Context: an optimization exercise on an open-source flow, tuned for small area, a short achievable clock period and few clock cycles. The choices shown serve that exercise and are no tape-out recipe. At most, simulation tests tie the RTL to the original design; equivalence was not proved. Power is estimated from default activity; no workload was simulated.

Setup of run 1:
Design qsc_encoder, start of the top module:
module qsc_encoder (
    input  wire        clk,
    input  wire        rst,
    input  wire        cmd_valid,
    output wire        cmd_ready,
    input  wire [5:0]  cmd_width_m1,
    input  wire [5:0]  cmd_lines_m1,
    input  wire        cmd_hist_reset,
    input  wire        in_valid,
    output wire        in_ready,
    input  wire [7:0]  in_pix,
    output wire        out_valid,
    input  wire        out_ready,
    output wire [7:0]  out_data,
    output wire        done,
    output wire [14:0] nbytes
);
    integer i;
    reg adv;            
    reg in_rdy;
    reg cmd_rdy;
    reg        active;
    reg [5:0]  cur_w, cur_l;
    reg        cur_hr;
    reg [5:0]  j, ln;
    wire last_j  = (j == cur_w);
    wire last_l  = (ln == cur_l);
    wire cmd_acc = cmd_valid && cmd_rdy;
    wire take    = in_valid && in_rdy;
    wire blk_out = take && last_j && last_l;      
    assign cmd_ready = cmd_rdy;
    assign in_ready  = in_rdy;
    wire active_nx = cmd_acc || (active && !blk_out);
    always @(posedge clk) begin
        if (rst) begin
            active <= 1'b0;
            j      <= 6'd0;
            ln     <= 6'd0;
        end else begin
            active <= active_nx;
            if (cmd_acc) begin
                cur_w  <= cmd_width_m1;
                cur_l  <= cmd_lines_m1;
                cur_hr <= cmd_hist_reset;
            end
            if (take) begin
                j  <= last_j ? 6'd0 : j + 6'd1;
  ...
Size in the first run: about 4000 cells after synthesis, about 1100 flip-flops, roughly 53 I/O pins, ~46000 um2 of cells after synthesis.
export LEC_CHECK = 0
export ABC_AREA = 1
export CAP_MARGIN = 5
export CORE_MARGIN = 2
export CORE_UTILIZATION = 70
export CTS_BUF_LIST = sky130_fd_sc_hd__clkbuf_16
export CTS_CLUSTER_DIAMETER = 80
export CTS_CLUSTER_SIZE = 24
export SLEW_MARGIN = 5
export TNS_END_PERCENT = 10
create_clock -name core_clock -period 12.0 [get_ports {clk}]
standard.sh (not shown) runs the stock make flow with config.mk's settings and CLKGATE_MAP_FILE= SYNTH_SCRIPT=/design/flow/synth_recipe.tcl, a recipe that flattens the netlist after the stock synthesis.
==> flow/flow/run.sh <==
#!/bin/bash
# The standard layout, with two changes to how it is made:
#  - the port buffers are buf_4 cells instead of the resizer's default choice
#    (a slow delay buffer);
#  - repair_timing is asked for more setup slack than the period needs, so
#    that it sizes the paths for a shorter achieved period.
# The clock period and all constraints are the design's own.
bash standard.sh "BUFFER_PORTS_ARGS=-buffer_cell sky130_fd_sc_hd__buf_4" SETUP_SLACK_MARGIN=8.7 finish > standard.log 2>&1
Testbench counts of run 1, summed over its fixed seeds: cycles 139,132.
Input changes introduced in run 2 (baseline for comparison: run 1):
- CTS_CLUSTER_DIAMETER changed from 80 to 60
- CTS_CLUSTER_SIZE changed from 24 to 30
Notes after the runs:
- Measured against each other, run 2 and run 1 differ in final worst setup slack, the higher figure coming from run 2.
- Summary of run 2 over run 1: routed length per instance saw an increase, fraction of the cycle the final worst path needs saw a decrease, internal power summed over all cells saw an increase, non-clock buffer instance count of the final layout saw an increase, met1 track demand over resource in global routing saw an increase.
- nbytes[14] as the endpoint of the worst setup timing path was reported by run 2, and nbytes[13] by run 1.
- Count of buffers from port buffering: run 1 vs run 2 — no meaningful difference
## Diff of input files: run 3 against run 2
- CTS_CLUSTER_DIAMETER now 80, was 60
- CTS_CLUSTER_SIZE now 24, was 30
--- a/flow/flow/run.sh
+++ b/flow/flow/run.sh
@@ -7,2 +7,2 @@
 # The clock period and all constraints are the design's own.
-bash standard.sh "BUFFER_PORTS_ARGS=-buffer_cell sky130_fd_sc_hd__buf_4" SETUP_SLACK_MARGIN=8.7 finish > standard.log 2>&1
+bash standard.sh "BUFFER_PORTS_ARGS=-buffer_cell sky130_fd_sc_hd__buf_4" SETUP_SLACK_MARGIN=9.2 finish > standard.log 2>&1
[summary]
On met3 usage in global routing, run 3 and run 2 are basically level.
Compare run 3 and run 2 | global-route wire length before repair lower: run 3
Compared with run 2, run 3 shows a lower total length of routed met3 wires.
Clock power ended up 14% lower on run 3 than on run 2.
Run 3 consumes more power than run 2 does.
Run 3 ended up with a higher final-stage net count than run 2 did.
Run 3 against run 2: part of the cycle the worst path needs held steady; count of maximum capacitance violations closely matched the old numbers; length of routed wiring on met1 shows an increase of 630 um.
Edits applied to the flow inputs when going from run 3 to run 4:
--- a/flow/flow/run.sh
+++ b/flow/flow/run.sh
@@ -7,2 +7,2 @@
 # The clock period and all constraints are the design's own.
-bash standard.sh "BUFFER_PORTS_ARGS=-buffer_cell sky130_fd_sc_hd__buf_4" SETUP_SLACK_MARGIN=9.2 finish > standard.log 2>&1
+bash standard.sh "BUFFER_PORTS_ARGS=-buffer_cell sky130_fd_sc_hd__buf_4" SETUP_SLACK_MARGIN=8.9 finish > standard.log 2>&1
[summary]
Run 4 finished every step from synthesis to the final layout, and the layout passed the timing, DRC and antenna checks. Run 4: worst slew slack as a fraction of its limit lower than run 3. Taking run 3 as the reference, in run 4 sequential share of cell area has increased, register-to-register slack stayed essentially flat.

========
qsc_encoder, a different RTL version from the one above (not shown whole).
For scale: ~1100 flip-flops, ~53 I/O pins, roughly 0.047 mm² of cells after synthesis.
==> flow/config.mk <==
export PLATFORM = sky130hd
export DESIGN_NAME = qsc_encoder
export DESIGN_NICKNAME = qsc_encoder
export VERILOG_FILES = /design/flow/design.v
export SDC_FILE = /design/flow/constraint.sdc
export NUM_CORES = 4
export LEC_CHECK = 0
export ABC_AREA = 1
export CAP_MARGIN = 5
export CORE_MARGIN = 2
export CORE_UTILIZATION = 40
export CTS_BUF_LIST = sky130_fd_sc_hd__clkbuf_16
export CTS_CLUSTER_DIAMETER = 80
export CTS_CLUSTER_SIZE = 24
export SLEW_MARGIN = 5
==> flow/constraint.sdc <==
create_clock -name core_clock -period 12.0 [get_ports {clk}]
set_input_delay 2.4000 -clock core_clock [delete_from_list [all_inputs] [get_ports {clk}]]
set_output_delay 2.4000 -clock core_clock [all_outputs]
set_load 0.01 [all_outputs]
==> flow/flow/run.sh <==
#!/bin/bash
# The standard layout, with two changes to how it is made:
#  - the port buffers are buf_4 cells instead of the resizer's default choice
#    (a slow delay buffer);
#  - repair_timing is asked for more setup slack than the period needs, so
#    that it sizes the paths for a shorter achieved period.
# The clock period and all constraints are the design's own.
bash standard.sh "BUFFER_PORTS_ARGS=-buffer_cell sky130_fd_sc_hd__buf_4" SETUP_SLACK_MARGIN=8.3 finish > standard.log 2>&1
The first run completed with no timing, DRC or antenna violations.
Testbench counts at the start, summed over its fixed seeds: cycles 139,132.
Then changed:
--- a/flow/flow/run.sh
+++ b/flow/flow/run.sh
@@ -7,2 +7,2 @@
 # The clock period and all constraints are the design's own.
-bash standard.sh "BUFFER_PORTS_ARGS=-buffer_cell sky130_fd_sc_hd__buf_4" SETUP_SLACK_MARGIN=8.3 finish > standard.log 2>&1
+bash standard.sh "BUFFER_PORTS_ARGS=-buffer_cell sky130_fd_sc_hd__buf_4" SETUP_SLACK_MARGIN=8.7 finish > standard.log 2>&1
- CORE_UTILIZATION: 40 -> 65
The new run finished clean.
Via count came out higher by 2.5%.
Fmax rises by about 3.4%.
Cell area hardly moves.
Area after synthesis does not change.
Then changed:
- CORE_UTILIZATION: 65 -> 40
=>
- power climbs slightly
- via count drops slightly
- cell area climbs slightly
Then changed:
--- a/flow/flow/run.sh
+++ b/flow/flow/run.sh
@@ -7,2 +7,2 @@
 # The clock period and all constraints are the design's own.
-bash standard.sh "BUFFER_PORTS_ARGS=-buffer_cell sky130_fd_sc_hd__buf_4" SETUP_SLACK_MARGIN=8.7 finish > standard.log 2>&1
+bash standard.sh "BUFFER_PORTS_ARGS=-buffer_cell sky130_fd_sc_hd__buf_4" SETUP_SLACK_MARGIN=8.5 finish > standard.log 2>&1
Outcome: Total power is lower slightly. Critical path depth does not change. Non-clock buffer count is lower by 36. Area after synthesis does not change.

========
Setup of job 5632:
RTL: one of the versions met above, not the one the previous note started from.
For scale: ~4000 cells after synthesis, ~1100 flip-flops, roughly 53 I/O pins, about 0.046 mm2 of cells after synthesis.
## qsc_encoder
module qsc_encoder (
    input  wire        clk,
    input  wire        rst,
    input  wire        cmd_valid,
    output wire        cmd_ready,
    input  wire [5:0]  cmd_width_m1,
    input  wire [5:0]  cmd_lines_m1,
    input  wire        cmd_hist_reset,
    input  wire        in_valid,
    output wire        in_ready,
    input  wire [7:0]  in_pix,
    output wire        out_valid,
    input  wire        out_ready,
    output wire [7:0]  out_data,
    output wire        done,
    output wire [14:0] nbytes
);
    integer i;
    reg adv;            
    reg in_rdy;
    reg cmd_rdy;
    reg        active;
    reg [5:0]  cur_w, cur_l;
    reg        cur_hr;
    reg [5:0]  j, ln;
    wire last_j  = (j == cur_w);
    wire last_l  = (ln == cur_l);
    wire cmd_acc = cmd_valid && cmd_rdy;
    wire take    = in_valid && in_rdy;
    wire blk_out = take && last_j && last_l;      
    assign cmd_ready = cmd_rdy;
    assign in_ready  = in_rdy;
    wire active_nx = cmd_acc || (active && !blk_out);
    always @(posedge clk) begin
        if (rst) begin
            active <= 1'b0;
            j      <= 6'd0;
            ln     <= 6'd0;
        end else begin
            active <= active_nx;
            if (cmd_acc) begin
                cur_w  <= cmd_width_m1;
                cur_l  <= cmd_lines_m1;
                cur_hr <= cmd_hist_reset;
            end
            if (take) begin
                j  <= last_j ? 6'd0 : j + 6'd1;
  ...
export LEC_CHECK = 0
export ABC_AREA = 1
export CAP_MARGIN = 5
export CORE_MARGIN = 2
export CORE_UTILIZATION = 75
export CTS_BUF_LIST = sky130_fd_sc_hd__clkbuf_16
export CTS_CLUSTER_DIAMETER = 80
export CTS_CLUSTER_SIZE = 24
export SLEW_MARGIN = 5
create_clock -name core_clock -period 12.0 [get_ports {clk}]
==> flow/flow/run.sh <==
#!/bin/bash
# The standard layout, with two changes to how it is made:
#  - the port buffers are buf_4 cells instead of the resizer's default choice
#    (a slow delay buffer);
#  - repair_timing is asked for more setup slack than the period needs, so
#    that it sizes the paths for a shorter achieved period.
# The clock period and all constraints are the design's own.
bash standard.sh "BUFFER_PORTS_ARGS=-buffer_cell sky130_fd_sc_hd__buf_4" SETUP_SLACK_MARGIN=8.7 finish > standard.log 2>&1
The flow did not stop early for job 5632: all stages ran, and the layout cleared the timing, DRC and antenna checks.
Testbench counts of job 5632, summed over its fixed seeds: cycles 139,132.
### job 5632 -> job 8598
- CTS_CLUSTER_DIAMETER changed from 80 to 60
- CTS_CLUSTER_SIZE changed from 24 to 20
- CORE_UTILIZATION changed from 75 to 70
- TNS_END_PERCENT newly set to 10
Notes after the runs:
Against job 5632, job 8598 comes in about 0.75% higher on maximum frequency. The final layout from job 8598, which completed every stage, passed the timing, DRC and antenna checks at the end of the flow. For job 5632, the capturing element of the worst setup path was out_data[6], unlike job 8598, where it was out_valid. Where final worst slack is concerned, job 5632 is outperformed by job 8598. Job 8598 has clock skew above what job 5632 had.
The inputs of job 8634 differ from those of job 8598 as listed below.
- CTS_CLUSTER_DIAMETER: 60 -> 80
- CORE_UTILIZATION: 70 -> 75
- CTS_CLUSTER_SIZE: 20 -> 24
Findings:
Every stage of the flow completed for job 8634, and the final layout passed the timing, DRC and antenna checks.
Comparing job 8598 with job 8634, the residual antenna-violating net count after detailed routing came out essentially unchanged.
Length in cells of the worst reg-to-reg path delta for job 8634 relative to job 8598: 5 lower
Looking at capture point of the critical path, the out_valid result is from job 8598; the pred_n[5] one comes from job 8634.
On total congestion overflow, job 8634 tracks job 8598 almost exactly.
Taking job 8598 as the reference point, the combined area of the multi-input logic cells of job 8634 rises by 150 um2.
[compare] base=job 8598 new=job 8634: sequential share of layout area now sits higher, well-tap cell count now sits lower.
Here is what was changed in the inputs of job 893 compared with job 8634.
- CORE_UTILIZATION changed from 75 to 70
-- flow/flow/run.sh --
<<< job 8634, line 7
# The clock period and all constraints are the design's own.
bash standard.sh "BUFFER_PORTS_ARGS=-buffer_cell sky130_fd_sc_hd__buf_4" SETUP_SLACK_MARGIN=8.7 finish > standard.log 2>&1
>>> job 893, line 7
# The clock period and all constraints are the design's own.
bash standard.sh "BUFFER_PORTS_ARGS=-buffer_cell sky130_fd_sc_hd__buf_4" SETUP_SLACK_MARGIN=8.4 finish > standard.log 2>&1
Results
There was hardly any difference in hold slack between job 8634 and job 893. From job 8634 to job 893 the numbers moved as follows: total met2 wirelength after detailed routing shows a reduction of 11%; count of clock-buffer cells in the layout -1. As far as post-CTS clock slew at the launch and capture registers of the worst setup and hold paths is concerned, job 893 and job 8634 perform about the same. Job 8634 → job 893: fraction of area in non-clock buffers decreased by 1.2 points relative to the old numbers; post-layout total power dropped about 6.4%. Wire length, job 893 vs job 8634: down by more than 10%. A top routing layer in use of met4 is what job 893 shows, while met5 belongs to job 8634.
For job 1188, these inputs were changed with respect to job 893:
-- flow/flow/run.sh --
<<< job 893, line 7
# The clock period and all constraints are the design's own.
bash standard.sh "BUFFER_PORTS_ARGS=-buffer_cell sky130_fd_sc_hd__buf_4" SETUP_SLACK_MARGIN=8.4 finish > standard.log 2>&1
>>> job 1188, line 7
# The clock period and all constraints are the design's own.
bash standard.sh "BUFFER_PORTS_ARGS=-buffer_cell sky130_fd_sc_hd__buf_4" SETUP_SLACK_MARGIN=8.5 finish > standard.log 2>&1
### Flow results
Per the comparison of job 1188 with job 893, number of cells on the worst reg-to-reg path moved down, multi-input combinational area share level, highest net fanout along the worst path moved down. Looking at top achievable clock speed, job 1188 sits 2.1% above job 893.

========
Another version of the RTL of qsc_encoder (not shown whole).
For scale: ~4,100 cells after synthesis, about 53 I/O pins, about 0.046 sq mm of cells after synthesis.
Settings: LEC_CHECK=0, ABC_AREA=1, CAP_MARGIN=5, CORE_MARGIN=2, CORE_UTILIZATION=85, CTS_BUF_LIST=sky130_fd_sc_hd__clkbuf_16, CTS_CLUSTER_DIAMETER=80, CTS_CLUSTER_SIZE=24, SLEW_MARGIN=5, TNS_END_PERCENT=10; clock period 12.0 ns.
==> flow/flow/run.sh <==
#!/bin/bash
# The standard layout, with two changes to how it is made:
#  - the port buffers are buf_4 cells instead of the resizer's default choice
#    (a slow delay buffer);
#  - repair_timing is asked for more setup slack than the period needs, so
#    that it sizes the paths for a shorter achieved period.
# The clock period and all constraints are the design's own.
bash standard.sh "BUFFER_PORTS_ARGS=-buffer_cell sky130_fd_sc_hd__buf_4" SETUP_SLACK_MARGIN=8.7 finish > standard.log 2>&1
The first run aborted during global routing on GRT-0232.
Testbench counts at the start, summed over its fixed seeds: cycles 139,132.
Change:
CORE_UTILIZATION = 75   (was 85)
What happened: The changed run finished with timing, DRC and antenna clean; synthesized cell count is unchanged; synthesized area does not change.
Change:
CORE_UTILIZATION = 65   (was 75)
Effect: The new run finished with timing, DRC and antenna clean; sequential share of layout area falls by 1.8 points; design area rises by a few percent; clock power stays flat; total power rises by a few percent; sequential power is about the same; via count falls by a few percent; non-clock buffer count rises by 71; worst setup slack is worse by 7.8 ps.
Change:
TNS_END_PERCENT = default   (was 10)
Sequential cell count stays the same. Via count is about the same. Cell area barely changes. Non-clock buffer count rose by 2. Wire length rose slightly. Setup slack gets worse by 5.0 ps. Hold slack is about the same. Combinational power fell by a few percent. Final cell count hardly moves. Utilization rose by 0.15 points. Fmax barely changes.

========
## job 2600
Another version of the RTL of qsc_encoder (not shown whole).
Size in the first run: about 3500 cells after synthesis, roughly 1200 flip-flops, roughly 53 I/O pins, about 0.050 mm2 of cells after synthesis.
clock: 12.0 ns
lec_check: 0
cap_margin: 20
core_margin: 2
core_utilization: 40
cts_buf_list: sky130_fd_sc_hd__clkbuf_16
cts_cluster_diameter: 100
cts_cluster_size: 30
slew_margin: 20
run.sh (not shown) runs the stock make flow with config.mk's settings and CLKGATE_MAP_FILE= SYNTH_SCRIPT=/design/flow/synth_recipe.tcl, a recipe that flattens the netlist after the stock synthesis.
Stock flow here: none of the scripts above is used.
## Diff of input files: job 3990 against job 2600
- a deleted CTS_BUF_LIST that had been sky130_fd_sc_hd__clkbuf_16
- a deleted CTS_CLUSTER_DIAMETER that had been 100
- a deleted CTS_CLUSTER_SIZE that had been 30
==> flow/flow/run.sh (new file) <==
#!/bin/bash
# The standard layout, with repair_timing asked for more setup slack than the
# period needs, so that it sizes the paths for a shorter achieved period.
bash standard.sh SETUP_SLACK_MARGIN=8.3 finish > standard.log 2>&1
==> flow/standard.sh (new file) <==
#!/bin/bash
# synth_recipe.tcl (not shown) runs the flow's synth.tcl, then flattens the netlist and writes it again
# the make line also repeats each setting of config.mk as NAME=value (left out here)
make -C /OpenROAD-flow-scripts/flow DESIGN_CONFIG=/design/flow/config.mk WORK_HOME=/design/flow/orfs CLKGATE_MAP_FILE= SYNTH_SCRIPT=/design/flow/synth_recipe.tcl "${@:-finish}"
removed: flow/run.sh
--- outcome ---
- Job 3990: PASS, flow complete, no timing, DRC or antenna violations
- Re overall overflow remaining after global route: no difference whatsoever between job 3990 and job 2600.
- The final estimated routing congestion in global placement of job 3990 exceeds that of job 2600 by 2.0%.
- Comparing job 3990 and job 2600, the lower routed length on met1 was measured on job 2600.
- Per the comparison of job 3990 with job 2600, fraction of power spent switching nets moved down, power share of the clock group moved up.
Function was not checked in any run of this note: the RTL went through the layout flow alone.

-- what the ideal ports hide --
No port has a modelled driver above. Below, the same layouts with a new extraction and two added sets of constraints. Step 1, drivers: a clkbuf_16 drives clk and a buf_2 each remaining input, both assumed. Step 2 moves the port delays by t, midway between the first and last clock arrival at a register: inputs arrive t later, outputs are due t later. That takes back most of the time a late clock gives input paths. a / b / c = no drivers / after step 1 / after step 2; a / b = the first two.
run	shift t [ns]	setup slack, ns	worst setup path after step 2
run 1	0.714	8.464 / 8.392 / 8.017	input to register
run 2	0.712	8.489 / 8.421 / 8.004	input to register
run 3	0.708	8.474 / 8.405 / 8.074	input to register
run 4	0.710	8.468 / 8.397 / 8.113	input to register
the first run of note 2	0.737	8.368 / 8.299 / 7.758	input to register
the second run of note 2	0.706	8.488 / 8.415 / 8.072	input to register
the third run of note 2	0.740	8.412 / 8.347 / 8.198	input to register
the fourth run of note 2	0.752	8.422 / 8.349 / 8.056	input to register
job 5632	0.730	8.465 / 8.396 / 8.134	input to register
job 8598	0.701	8.492 / 8.422 / 7.966	input to register
job 8634	0.732	8.485 / 8.419 / 8.038	input to register
job 893	0.707	8.318 / 8.290 / 7.866	input to register
job 1188	0.707	8.394 / 8.326 / 7.857	input to register
the second run of note 4	0.710	8.487 / 8.418 / 8.087	input to register
the third run of note 4	0.714	8.479 / 8.411 / 8.035	input to register
the fourth run of note 4	0.721	8.474 / 8.406 / 8.033	input to register
job 2600	0.730	5.635 / 5.635 / 5.635	register to register
job 3990	0.782	6.985 / 6.985 / 6.985	register to register
After both steps every run listed still meets setup and hold. The setup slack of the first run of note 2, which loses most, moves by -0.069 ns with the drivers and by -0.610 ns with both steps.
